What follows belongs to an exercise in optimizing a design on an open flow for small area; a production flow would make more cautious choices. Function was checked by simulation only, so behaviour that the tests miss may differ from the original. Power and IR drop assume default switching activity.

==> 08-12 <==
Design sastrugi_unit, start of the top module:
module sastrugi_unit (
    input  wire        clk, input  wire        rst,
    input  wire        cfg_we, input  wire [4:0]  cfg_shift,
    input  wire        smp_valid, input  wire [63:0] smp_value,
    input  wire        cap_req, input  wire        cap_clear, output wire        cap_busy,
    input  wire [4:0]  rd_sel, output wire [63:0] rd_data);
clock: 14.0 ns
lec_check: 0
cap_margin: 20
core_margin: 2
core_utilization: 60
cts_buf_list: sky130_fd_sc_hd__clkbuf_8
cts_cluster_diameter: 50
cts_cluster_size: 16
place_density: 0.75
slew_margin: 20
run.sh (not shown) runs the stock make flow with config.mk's settings and CLKGATE_MAP_FILE= SYNTH_SCRIPT=/design/flow/synth_recipe.tcl, a recipe that flattens the netlist after the stock synthesis.
==> 12-13: changes against 08-12 <==
Settings changed: CTS_BUF_LIST sky130_fd_sc_hd__clkbuf_8 to sky130_fd_sc_hd__clkbuf_16, CTS_CLUSTER_DIAMETER 50 to 80, CTS_CLUSTER_SIZE 16 to 30.
==> impl_metrics.py <==
metrics = {
    "sta": {
        "tightestPinTransition_ns": 1.194,
        "fmax_ghz": 0.09561,
    },
    "final_layout": {
        "final_core_util_pct": 65.41,
        "fill_cells": 9739,
        "stdcell_count": 8102,
        "design_area_um2": 87510,
    },
    "clocking": {
        "clock-root-buffer": "clkbuf_16",
    },
    "status": {
        "run_status": "timing/DRC/antenna clean",
    },
    "power": {
        "clkPwrFrac_pct": 29.1,
    },
}
# the run above: 12-13

==> impl_metrics.py <==
metrics = {
    "power": {
        "clkPwrFrac_pct": 30.2,
        "power.switching_mw": 2.914,
    },
    "sta": {
        "tns_ns": 0,
        "tightestPinTransition_ns": 1.221,
        "fmax_ghz": 0.09521,
    },
    "status": {
        "run_status": "timing/DRC/antenna clean",
    },
    "yosys": {
        "synth_top_family_by_area": "compound AO/OA/AOI/OAI gates",
        "synth-async-reset-ratio_pct": 0,
    },
    "final_layout": {
        "final_core_util_pct": 65.77,
        "stdcell_count": 8235,
        "design_area_um2": 88000,
        "fill_cells": 9721,
    },
    "clocking": {
        "clock-root-buffer": "clkbuf_8",
    },
}
# the run above: 08-12


==> trial 31 <==
sastrugi_unit, a different RTL version from the one above (not shown whole).
==> module sastrugi_unit, before the edit <==
module sastrugi_unit (
    input  wire        clk,
    input  wire        rst,
    input  wire        cfg_we,
    input  wire [4:0]  cfg_shift,
    input  wire        smp_valid,
    input  wire [63:0] smp_value,
    input  wire        cap_req,
    input  wire        cap_clear,
    output wire        cap_busy,
    input  wire [4:0]  rd_sel,
    output reg  [63:0] rd_data
);
    integer i;
    reg [4:0]  shift;
    reg [3:0]  phase;        
    reg [3:0]  cap_cnt;      
    reg        cap_valid;    
    assign cap_busy = (cap_cnt != 4'd0);
    wire take     = cap_req && !cap_busy;
    wire count_it = smp_valid && !cfg_we;
    wire restart  = cfg_we || (take && cap_clear);
    wire cap_act  = take || cap_busy;
    always @(posedge clk) begin
        if (rst) begin
            phase     <= 4'd0;
            shift     <= 5'd0;
            cap_cnt   <= 4'd0;
            cap_valid <= 1'b0;
        end else begin
            phase <= phase + 4'd1;
            if (cfg_we)
                shift <= cfg_shift;
            if (take) begin
                cap_cnt   <= 4'd1;
                cap_valid <= 1'b1;
            end else if (cap_busy)
                cap_cnt <= cap_cnt + 4'd1;
        end
    end
    function [4:0] bin_of;
        input [63:0] v;
        input [4:0]  s;
        integer      n;
        reg   [6:0]  top;      
        reg   [6:0]  b;
        begin
            top = 7'd0;
            for (n = 0; n < 64; n = n + 1)
                if (v[n])
                    top = n + 1;
            if (top <= {2'b00, s})
                b = 7'd0;
            else
                b = top - {2'b00, s};
            bin_of = (b > 7'd31) ? 5'd31 : b[4:0];
        end
    endfunction
    wire [4:0] smp_bin = bin_of(smp_value, shift);
    reg [15:0] h_v, h_r, h_l;
    reg [3:0]  h_d [0:15];
    always @(posedge clk) begin
        h_v <= {h_v[14:0], !rst && count_it};
        h_r <= {h_r[14:0], rst || restart};
        h_l <= {h_l[14:0], smp_bin[0]};
        h_d[0] <= smp_bin[4:1] - phase;
        for (i = 1; i < 16; i = i + 1)
            h_d[i] <= h_d[i-1];
    end
    reg [15:0] hit, pre, m_all, z;
    always @(*) begin
        for (i = 0; i < 16; i = i + 1) begin
            hit[i] = h_v[i] && (h_d[i] == ((i + 1) & 15));
            pre[i] = (i >= cap_cnt);
        end
        m_all[0] = 1'b1;
        z[0]     = 1'b1;
        for (i = 1; i < 16; i = i + 1) begin
            m_all[i] = m_all[i-1] && !h_r[i-1];
            z[i]     = z[i-1] && !(h_r[i-1] && pre[i-1]);
        end
    end
    wire [15:0] m_pre = pre & z;
    function [4:0] pop16;
        input [15:0] x;
        integer k;
        begin
            pop16 = 5'd0;
            for (k = 0; k < 16; k = k + 1)
                pop16 = pop16 + {4'd0, x[k]};
        end
    endfunction
    wire [4:0] n_all0 = pop16(hit & ~h_l & m_all);
    wire [4:0] n_all1 = pop16(hit &  h_l & m_all);
    wire [4:0] n_pre0 = pop16(hit & ~h_l & m_pre);
    wire [4:0] n_pre1 = pop16(hit &  h_l & m_pre);
    wire       st_all = |h_r;            
    wire       st_pre = |(h_r & pre);    
    reg [63:0] ring  [0:15];     
    reg [63:0] cring [0:15];     
    function [31:0] sat_add;
        input [31:0] a;
        input [4:0]  n;
        input        z;
        reg   [5:0]  lo;
        reg   [27:0] hi;
        begin
            lo = {1'b0, a[4:0] & {5{~z}}} + {1'b0, n};
            hi = {1'b0, a[31:5] & {27{~z}}} + {27'd0, lo[5]};
            sat_add = {hi[26:0], lo[4:0]} | {32{hi[27]}};
        end
    endfunction
    always @(posedge clk) begin
        for (i = 0; i < 15; i = i + 1) begin
            ring[i]  <= ring[i+1];
            cring[i] <= cring[i+1];
        end
        ring[15]  <= {sat_add(ring[0][63:32], n_all1, st_all), sat_add(ring[0][31:0], n_all0, st_all)};
        cring[15] <= cap_act ? {sat_add(ring[0][63:32], n_pre1, st_pre), sat_add(ring[0][31:0], n_pre0, st_pre)}
                             : cring[0];
    end
    reg [47:0] count;
    reg [63:0] sum;
    reg [63:0] vmin;
    reg [63:0] vmax;
    reg        empty;        
    reg [47:0] cap_count;
    reg [63:0] cap_sum;
    reg [63:0] cap_min;
    reg [63:0] cap_max;
    reg        cap_empty;
    wire        e       = empty || restart;      
    wire [63:0] addend  = count_it ? smp_value : 64'd0;
    wire [64:0] sum_add = {1'b0, e ? 64'd0 : sum} + {1'b0, addend};
    wire [48:0] cnt_add = {1'b0, e ? 48'd0 : count} + {48'd0, count_it};
    always @(posedge clk) begin
        if (rst)
            empty <= 1'b1;
        else if (restart || count_it)
            empty <= !count_it;
        count <= cnt_add[48] ? {48{1'b1}} : cnt_add[47:0];
        sum   <= sum_add[64] ? {64{1'b1}} : sum_add[63:0];
        if (count_it) begin
            if (e || smp_value < vmin)
                vmin <= smp_value;
            if (e || smp_value > vmax)
                vmax <= smp_value;
        end
    end
    always @(posedge clk) begin
        if (take) begin
            cap_count <= count;
            cap_sum   <= sum;
            cap_min   <= vmin;
            cap_max   <= vmax;
            cap_empty <= empty;
        end
    end
    wire [3:0] slot = rd_sel[3:0] - phase;
    always @(*) begin
        rd_data = 64'd0;
        for (i = 0; i < 16; i = i + 1)
            if (cap_valid && !rd_sel[4] && slot == i)
                rd_data = rd_data | cring[i];
        if (cap_valid && rd_sel == 5'd16)
            rd_data = rd_data | cap_min | {64{cap_empty}};
        if (cap_valid && !cap_empty && rd_sel == 5'd17)
            rd_data = rd_data | cap_max;
        if (cap_valid && !cap_empty && rd_sel == 5'd18)
            rd_data = rd_data | {16'd0, cap_count};
        if (cap_valid && !cap_empty && rd_sel == 5'd19)
            rd_data = rd_data | cap_sum;
    end
endmodule
==> flow/config.mk <==
export PLATFORM = sky130hd
export DESIGN_NAME = sastrugi_unit
export DESIGN_NICKNAME = sastrugi_unit
export VERILOG_FILES = /design/flow/design.v
export SDC_FILE = /design/flow/constraint.sdc
export NUM_CORES = 4
export LEC_CHECK = 0
export CAP_MARGIN = 10
export CORE_MARGIN = 2
export CORE_UTILIZATION = 70
export PLACE_DENSITY = 0.8
export SLEW_MARGIN = 10
==> flow/constraint.sdc <==
create_clock -name core_clock -period 14.0 [get_ports {clk}]
set_input_delay 2.8000 -clock core_clock [delete_from_list [all_inputs] [get_ports {clk}]]
set_output_delay 2.8000 -clock core_clock [all_outputs]
set_load 0.01 [all_outputs]
standard.sh (not shown) runs the stock make flow with config.mk's settings and CLKGATE_MAP_FILE= SYNTH_SCRIPT=/design/flow/synth_recipe.tcl, a recipe that flattens the netlist after the stock synthesis.
==> flow/flow/run.sh <==
#!/bin/bash
# The standard layout (standard.sh) with three changes:
#  - synthesis maps logic with an area-oriented ABC script (flow/my_synth.tcl);
#  - clock tree synthesis inserts no dummy loads;
#  - port buffers use the smallest buffer cell.
# Each tool's output stays in the ORFS logs under orfs/logs; make's own output
# goes to standard_flow.log here.
set -euo pipefail
export FLOW_WORK="$PWD"
export FLOW_ABC_SCRIPT="$PWD/flow/area.abc"
sed "s#SYNTH_SCRIPT=[^ ]*#SYNTH_SCRIPT=$PWD/flow/my_synth.tcl#" standard.sh > my_standard.sh
grep -q "SYNTH_SCRIPT=$PWD/flow/my_synth.tcl" my_standard.sh
export CTS_ARGS="-sink_clustering_enable -repair_clock_nets -buf_list sky130_fd_sc_hd__clkbuf_8 -sink_clustering_size 18 -sink_clustering_max_diameter 45 -dont_use_dummy_load"
export BUFFER_PORTS_ARGS="-buffer_cell sky130_fd_sc_hd__buf_1"
bash my_standard.sh finish > standard_flow.log 2>&1
==> flow/flow/area.abc <==
&get -n
&st
&dch -f
&nf -R 1000 -p -F 8 -A 4
&st
&syn2
&if -g -K 6
&synch2
&nf -R 1000 -p -F 8 -A 4
&st
&dch -f
&nf -R 1000 -p -F 8 -A 4
&st
&dch -f
&nf -R 1000 -p -F 8 -A 4
&st
&syn2
&dch -f
&nf -R 1000 -p -F 8 -A 4
&st
&dch -f
&nf -R 1000 -p -F 8 -A 4
&put
topo
stime -c
dnsize -c
==> flow/flow/my_synth.tcl <==
# The standard flow's synthesis (synth_recipe.tcl, unchanged) with one difference: ABC maps the
# combinational logic with flow/area.abc, an area-oriented script, instead of
# ORFS's delay-oriented abc_speed.script. Registers are not touched by ABC.
proc abc {args} {
  set i [lsearch -exact $args -script]
  if {$i >= 0} { lset args [expr {$i + 1}] $::env(FLOW_ABC_SCRIPT) }
  yosys abc {*}$args
}
source $::env(FLOW_WORK)/synth_recipe.tcl
==> trial 48: changes against trial 31 <==
--- a/flow/design.v
+++ b/flow/design.v
@@ -23,11 +23,10 @@
     wire cap_act  = take || cap_busy;
     always @(posedge clk) begin
+        phase <= phase + 4'd1;
         if (rst) begin
-            phase     <= 4'd0;
             shift     <= 5'd0;
             cap_cnt   <= 4'd0;
             cap_valid <= 1'b0;
         end else begin
-            phase <= phase + 4'd1;
             if (cfg_we)
                 shift <= cfg_shift;
--- a/flow/flow/run.sh
+++ b/flow/flow/run.sh
@@ -11,5 +11,5 @@
 sed "s#SYNTH_SCRIPT=[^ ]*#SYNTH_SCRIPT=$PWD/flow/my_synth.tcl#" standard.sh > my_standard.sh
 grep -q "SYNTH_SCRIPT=$PWD/flow/my_synth.tcl" my_standard.sh
-export CTS_ARGS="-sink_clustering_enable -repair_clock_nets -buf_list sky130_fd_sc_hd__clkbuf_8 -sink_clustering_size 18 -sink_clustering_max_diameter 45 -dont_use_dummy_load"
+export CTS_ARGS="-sink_clustering_enable -repair_clock_nets -buf_list sky130_fd_sc_hd__clkbuf_16 -sink_clustering_size 30 -sink_clustering_max_diameter 70 -dont_use_dummy_load"
 export BUFFER_PORTS_ARGS="-buffer_cell sky130_fd_sc_hd__buf_1"
 bash my_standard.sh finish > standard_flow.log 2>&1
- CORE_UTILIZATION: 70 -> 60
- PLACE_DENSITY: 0.8 -> 0.75
==> trial 87: changes against trial 31 <==
--- a/flow/flow/run.sh
+++ b/flow/flow/run.sh
@@ -11,5 +11,5 @@
 sed "s#SYNTH_SCRIPT=[^ ]*#SYNTH_SCRIPT=$PWD/flow/my_synth.tcl#" standard.sh > my_standard.sh
 grep -q "SYNTH_SCRIPT=$PWD/flow/my_synth.tcl" my_standard.sh
-export CTS_ARGS="-sink_clustering_enable -repair_clock_nets -buf_list sky130_fd_sc_hd__clkbuf_8 -sink_clustering_size 18 -sink_clustering_max_diameter 45 -dont_use_dummy_load"
+export CTS_ARGS="-sink_clustering_enable -repair_clock_nets -buf_list sky130_fd_sc_hd__clkbuf_8 -sink_clustering_size 18 -sink_clustering_max_diameter 50 -dont_use_dummy_load"
 export BUFFER_PORTS_ARGS="-buffer_cell sky130_fd_sc_hd__buf_1"
 bash my_standard.sh finish > standard_flow.log 2>&1
- CAP_MARGIN: 10 -> 5
- CORE_UTILIZATION: 70 -> 60
- PLACE_DENSITY: 0.8 -> 0.75
- SLEW_MARGIN: 10 -> 5
==> run summary <==
Trial 31 completed with no timing, DRC or antenna violations. Trial 87 passed the timing, design-rule and antenna checks. Trial 48 completed with no timing, DRC or antenna violations.
Sequential power is about the same in trial 48 and trial 87.
Between trial 48 and trial 31, the lower global-route usage is in trial 48 (gap 6.5 points).
Total power, highest first: trial 48, trial 31, trial 87.
In trial 87 the maximum frequency is smaller than in trial 48, by about 4%.
First-iteration DRC count, lowest first: trial 48, trial 87, trial 31.
The highest non-clock buffer count belongs to trial 87, the lowest to trial 48.
Combinational power, lowest first: trial 48, trial 31, trial 87.
Against trial 87, the final cell count of trial 48 is lower by 0.90%.
Against trial 31, the register-to-register slack of trial 87 is worse by 0.05 ns.
Setup slack: trial 48 is worse than trial 31 (0.073 ns).

==> static timing again, ports no longer ideal <==
Ports are ideal in the flow. The routed layouts listed here were re-timed in OpenROAD.
Step 1, drivers: a clkbuf_16 drives clk and a buf_2 each remaining input, both assumed.
Step 2 moves the port delays by t, midway between the first and last clock arrival at a register: inputs arrive t later, outputs are due t later. That takes back most of the time a late clock gives input paths.
Three values: ideal, step 1, step 2; two values: the first two.
run	t (ns)	setup slack, ns	hold slack, ns	clock arrival spread, ns	slew at the worst register clock pin (ns)
08-12	1.020	3.497 / 3.442 / 3.442	0.299 / 0.299 / 0.299	0.051 / 0.051	0.11 / 0.11
12-13	0.833	3.541 / 3.485 / 3.485	0.315 / 0.315 / 0.315	0.043 / 0.043	0.12 / 0.12
trial 31	0.938	3.498 / 3.548 / 2.610	0.267 / 0.267 / 0.267	0.148 / 0.148	0.11 / 0.11
trial 48	0.785	3.425 / 3.465 / 2.680	0.288 / 0.288 / 0.288	0.099 / 0.098	0.11 / 0.11
trial 87	0.990	2.997 / 3.048 / 2.058	0.258 / 0.258 / 0.258	0.142 / 0.142	0.11 / 0.11
After both steps setup and hold are still met in every run listed. For trial 87, which loses most, drivers alone change the setup slack by +0.051 ns; drivers and shift together by -0.939 ns.
